This design comes from an exercise in tuning for small area, a short achievable clock period and few clock cycles on the open sky130 flow, not from production work. Only simulation tests tie the RTL to the original design; equivalence was not proved. Power and IR drop assume default switching activity.

==> flow/design.v (excerpt) <==
module island_engine (
    input  wire         clk,
    input  wire         rst,
    input  wire         start_valid,
    output reg          start_ready,
    input  wire [63:0]  node_valid,
    input  wire [63:0]  node_lit,
    input  wire [7:0]   min_lit,
    input  wire [6:0]   lit_min,
    input  wire [7:0]   persist,
    input  wire         rebase,
    input  wire         br_valid,
    output reg          br_ready,
    input  wire [5:0]   br_a,
    input  wire [5:0]   br_b,
    input  wire         br_conn,
    input  wire         br_last,
    output reg          done,
    output reg  [6:0]   count,
    output reg  [6:0]   nlit,
    output reg  [6:0]   nvalid,
    output reg  [15:0]  open_br,
    output reg          eval_valid,
    output reg  [1:0]   kind,
    output reg          island_local,
    output reg  [6:0]   base,
    output reg  [6:0]   ref_count,
    output wire [383:0] root,
    output wire [63:0]  counted
);
clock: 10.0 ns
lec_check: 0
cap_margin: 20
core_margin: 2
core_utilization: 40
cts_cluster_diameter: 80
cts_cluster_size: 25
slew_margin: 20
standard.sh (not shown) runs the stock make flow with config.mk's settings and CLKGATE_MAP_FILE= SYNTH_SCRIPT=/design/flow/synth_recipe.tcl, a recipe that flattens the netlist after the stock synthesis.
==> flow/flow/run.sh <==
#!/bin/bash
set -euo pipefail
export SETUP_SLACK_MARGIN=6.45
export BUFFER_PORTS_ARGS="-buffer_cell sky130_fd_sc_hd__buf_1"
bash standard.sh > standard_flow.log 2>&1
Testbench counts at the start, summed over its fixed seeds: cycles 19,605.
==> next run, changes <==
--- a/flow/design.v
+++ b/flow/design.v
@@ -31,28 +31,27 @@
     localparam S_IDLE = 3'd0;    
     localparam S_BR   = 3'd1;    
     localparam S_BULK = 3'd2;    
     localparam S_CNT  = 3'd3;    
     localparam S_WAIT = 3'd4;    
     localparam S_POST = 3'd5;    
     reg [2:0] state;
-    reg       init;              
     wire [383:0] lab;
     reg [63:0] t;
     reg [63:0] v;
     reg [63:0] l;
     reg [7:0]  min_lit_q;
     reg [6:0]  lit_min_q;
     reg [7:0]  persist_q;
     reg        a_full;
     reg [5:0]  a_a, a_b;
     reg        a_conn, a_last;
     reg        got_last;         
-    reg        r_full, r_first, r_used, r_conn, r_last;
-    reg [5:0]  r_a, r_b, r_la, r_lb;
+    reg        r_full, r_used, r_conn, r_last;
+    reg [5:0]  r_la, r_lb;
     reg        w_join, w_last;
     reg [5:0]  hi_w, lo_w;
     reg        x_join;
     reg [5:0]  hi_x, lo_x;
     localparam T_NONE = 3'd0, T_V = 3'd1, T_L = 3'd2, T_C = 3'd3, T_S = 3'd4;
     reg [3:0]  grp [0:7];
     reg [2:0]  g_tag;
@@ -65,18 +64,19 @@
     reg        pend_rebase;
     reg [7:0]  up;
     reg [7:0]  down;
     assign counted     = l;
     assign root = lab;
     integer i, k;
     wire start_go = start_valid && start_ready;
+    wire idle     = (state == S_IDLE);
     wire a_take   = br_valid && br_ready;
     wire a_go = (state == S_BR) && a_full && !got_last;
-    wire [5:0] ua = r_first ? r_a : r_la;
-    wire [5:0] ub = r_first ? r_b : r_lb;
+    wire [5:0] ua = r_la;
+    wire [5:0] ub = r_lb;
     wire       ax  = x_join && (ua == hi_x);
     wire       bx  = x_join && (ub == hi_x);
     wire       aw  = w_join && (ax ? (lo_x == hi_w) : (ua == hi_w));
     wire       bw  = w_join && (bx ? (lo_x == hi_w) : (ub == hi_w));
     wire [1:0] ca  = aw ? 2'd2 : ax ? 2'd1 : 2'd0;
     wire [1:0] cb  = bw ? 2'd2 : bx ? 2'd1 : 2'd0;
     wire [5:0] la  = aw ? lo_w : ax ? lo_x : ua;
@@ -97,20 +97,20 @@
     wire [5:0] hi_u = la_gt ? la : lb;
     wire [5:0] lo_u = la_gt ? lb : la;
     wire       join_u = r_full && r_used && r_conn && la_ne;
     reg [63:0] eq, sel, mark;
     always @* begin
         for (i = 0; i < 64; i = i + 1) begin
             eq[i]   = (lab[6*i +: 6] == hi_w);
-            sel[i]  = init || (w_join && eq[i]);
+            sel[i]  = idle || (w_join && eq[i]);
             mark[i] = w_join && (eq[i] || lo_w == i[5:0]);
         end
     end
-    wire [5:0] lo0 = lo_w & {6{!init}};
-    wire [5:0] lo1 = lo_w | {6{init}};
+    wire [5:0] lo0 = lo_w & {6{!idle}};
+    wire [5:0] lo1 = lo_w | {6{idle}};
     genvar gi;
     generate
         for (gi = 0; gi < 64; gi = gi + 1) begin : g_lab
             localparam integer W = (gi < 2) ? gi : (gi < 4) ? 2 : (gi < 8) ? 3 :
                                    (gi < 16) ? 4 : (gi < 32) ? 5 : 6;
             if (W == 0) begin : g_zero
                 assign lab[6*gi +: 6] = 6'd0;
@@ -178,49 +178,45 @@
     wire       rgtb = (ref_count > base);
     wire state_idle_n = rst || (state == S_POST) || (state == S_IDLE && !start_go);
     wire state_br_n   = !rst && ((state == S_IDLE && start_go) || (state == S_BR && !w_last));
     wire a_full_n     = !rst && (a_take || (a_full && !a_go));
     wire got_last_n   = start_go ? 1'b0 : (got_last || (a_go && a_last));
     always @(posedge clk) begin
         done <= 1'b0;
-        init <= 1'b0;
         start_ready <= state_idle_n;
         br_ready    <= !a_full_n || (state_br_n && !got_last_n);
         a_full      <= a_full_n;
         got_last    <= got_last_n;
         if (a_take) begin
             a_a    <= br_a;
             a_b    <= br_b;
             a_conn <= br_conn;
             a_last <= br_last;
         end
         r_full  <= a_go;
-        r_first <= init;
-        r_a     <= a_a;
-        r_b     <= a_b;
         r_la    <= lab[6*a_a +: 6];
         r_lb    <= lab[6*a_b +: 6];
         r_used  <= v[a_a] && v[a_b];
         r_conn  <= a_conn;
         r_last  <= a_go && a_last;
         w_join <= join_u;
         w_last <= r_last;
         hi_w   <= hi_u;
         lo_w   <= lo_u;
         x_join <= w_join;
         hi_x   <= hi_w;
         lo_x   <= lo_w;
         if (r_full && r_used && !r_conn)
             open_br <= open_br + 16'd1;
-        if (init) begin
+        if (idle) begin
             open_br <= 16'd0;
             count   <= 7'd0;
         end
         for (k = 0; k < 64; k = k + 1)
-            t[k] <= init ? (min_lit_q == 8'd0) : (t[k] || mark[k]);
+            t[k] <= start_go ? (min_lit == 8'd0) : (t[k] || mark[k]);
         for (i = 0; i < 8; i = i + 1)
             grp[i] <= grp_c[i];
         g_tag <= T_NONE;
         if (state == S_BR || state == S_BULK || state == S_CNT) begin
             if (ph == 4'd0) g_tag <= T_V;
             if (ph == 4'd1) g_tag <= T_L;
         end
@@ -247,15 +243,14 @@
                 if (start_go) begin
                     v         <= node_valid;
                     l         <= node_lit & node_valid;
                     min_lit_q <= min_lit;
                     lit_min_q <= lit_min;
                     persist_q <= persist;
                     pend_rebase <= pend_rebase | rebase;
-                    init        <= 1'b1;
                     ph          <= 4'd0;
                     acc         <= 9'd0;
                     state       <= S_BR;
                 end
             end
             S_BR: begin
                 if (w_last)
@@ -310,15 +305,14 @@
             r_last       <= 1'b0;
             w_join       <= 1'b0;
             w_last       <= 1'b0;
             x_join       <= 1'b0;
             g_tag        <= T_NONE;
             c_tag        <= T_NONE;
             done         <= 1'b0;
-            init         <= 1'b0;
             pend_rebase  <= 1'b1;
             up           <= 8'd0;
             down         <= 8'd0;
             base         <= 7'd0;
             ref_count    <= 7'd0;
             island_local <= 1'b0;
         end
- routed wire length falls by 3.7%
- sequential share of layout area climbs by 0.20 points
- die area hardly moves
- setup slack barely changes
- sequential power is lower by about 2%
- first-iteration DRC count goes down by 2.6%
- global-route usage goes down by 0.80 points
- final area goes down by 2.1%
- clock skew went down by 0.016 ns
- utilization shrinks by 0.91 points
- non-clock buffer count is lower by 34
- synthesized cell count increases by 0.41%
Testbench counts after the change, summed over its fixed seeds: cycles 19,605.

island_engine again, from the RTL that the note above started with.
clock: 10.0 ns
lec_check: 0
cap_margin: 20
core_margin: 2
core_utilization: 40
cts_cluster_diameter: 80
cts_cluster_size: 25
slew_margin: 20
==> flow/flow/run.sh <==
#!/bin/bash
set -euo pipefail
export SETUP_SLACK_MARGIN=6.3
export BUFFER_PORTS_ARGS="-buffer_cell sky130_fd_sc_hd__buf_1"
bash standard.sh > standard_flow.log 2>&1
Testbench counts at the start, summed over its fixed seeds: cycles 19,605.
Change:
--- a/flow/design.v
+++ b/flow/design.v
@@ -209,21 +209,21 @@
         x_join <= w_join;
         hi_x   <= hi_w;
         lo_x   <= lo_w;
         if (r_full && r_used && !r_conn)
             open_br <= open_br + 16'd1;
         if (init) begin
             open_br <= 16'd0;
             count   <= 7'd0;
         end
         for (k = 0; k < 64; k = k + 1)
-            t[k] <= init ? (min_lit_q == 8'd0) : (t[k] || mark[k]);
+            t[k] <= !init && (t[k] || mark[k]);
         for (i = 0; i < 8; i = i + 1)
             grp[i] <= grp_c[i];
         g_tag <= T_NONE;
         if (state == S_BR || state == S_BULK || state == S_CNT) begin
             if (ph == 4'd0) g_tag <= T_V;
             if (ph == 4'd1) g_tag <= T_L;
         end
         g_r   <= hi_w;
         cnt   <= grp_sum;
         c_tag <= g_tag;
Result: The changed run finished clean. Worst hold slack degrades by 0.031 ns. Via count is lower by 1.4%. Clock power is lower by about 3%. Synthesized cell count is higher by about 0.7%. Setup slack degrades by 0.065 ns. Utilization is lower by 1.1 points. Flip-flop and latch count stays the same. Global-route usage is lower by 0.73 points. Final area is lower by 1.4%.
Testbench counts after the change, summed over its fixed seeds: cycles 19,605.

## what the ideal ports hide
Ports are ideal in the flow. The routed layouts listed here were re-timed in OpenROAD. Step 1: set_driving_cell puts a clkbuf_16 on clk and a buf_2 on each other input, an assumption about the parent block. Step 2 also shifts input and output timing later by t, the mid clock arrival at the registers, as if the neighbouring blocks saw the same clock. Three values: no drivers, after step 1, after step 2; two values: the first two.
run | shift t [ns] | setup WS [ns] | worst setup path at the end | clock arrival spread, ns | slew at the worst register clock pin (ns)
the first run of note 1 | 0.777 | 6.417 / 6.340 / 5.983 | input to register | 0.080 / 0.080 | 0.12 / 0.12
the second run of note 1 | 0.758 | 6.414 / 6.414 / 5.859 | input to register | 0.073 / 0.073 | 0.11 / 0.11
the first run of note 2 | 0.758 | 6.319 / 6.319 / 5.676 | input to register | 0.059 / 0.059 | 0.11 / 0.11
the second run of note 2 | 0.760 | 6.254 / 6.254 / 5.595 | input to register | 0.056 / 0.056 | 0.11 / 0.11
After both steps every run listed still meets setup and hold. The setup slack of the second run of note 2, which loses most, moves by 0.000 ns with the drivers and by -0.659 ns with both steps.
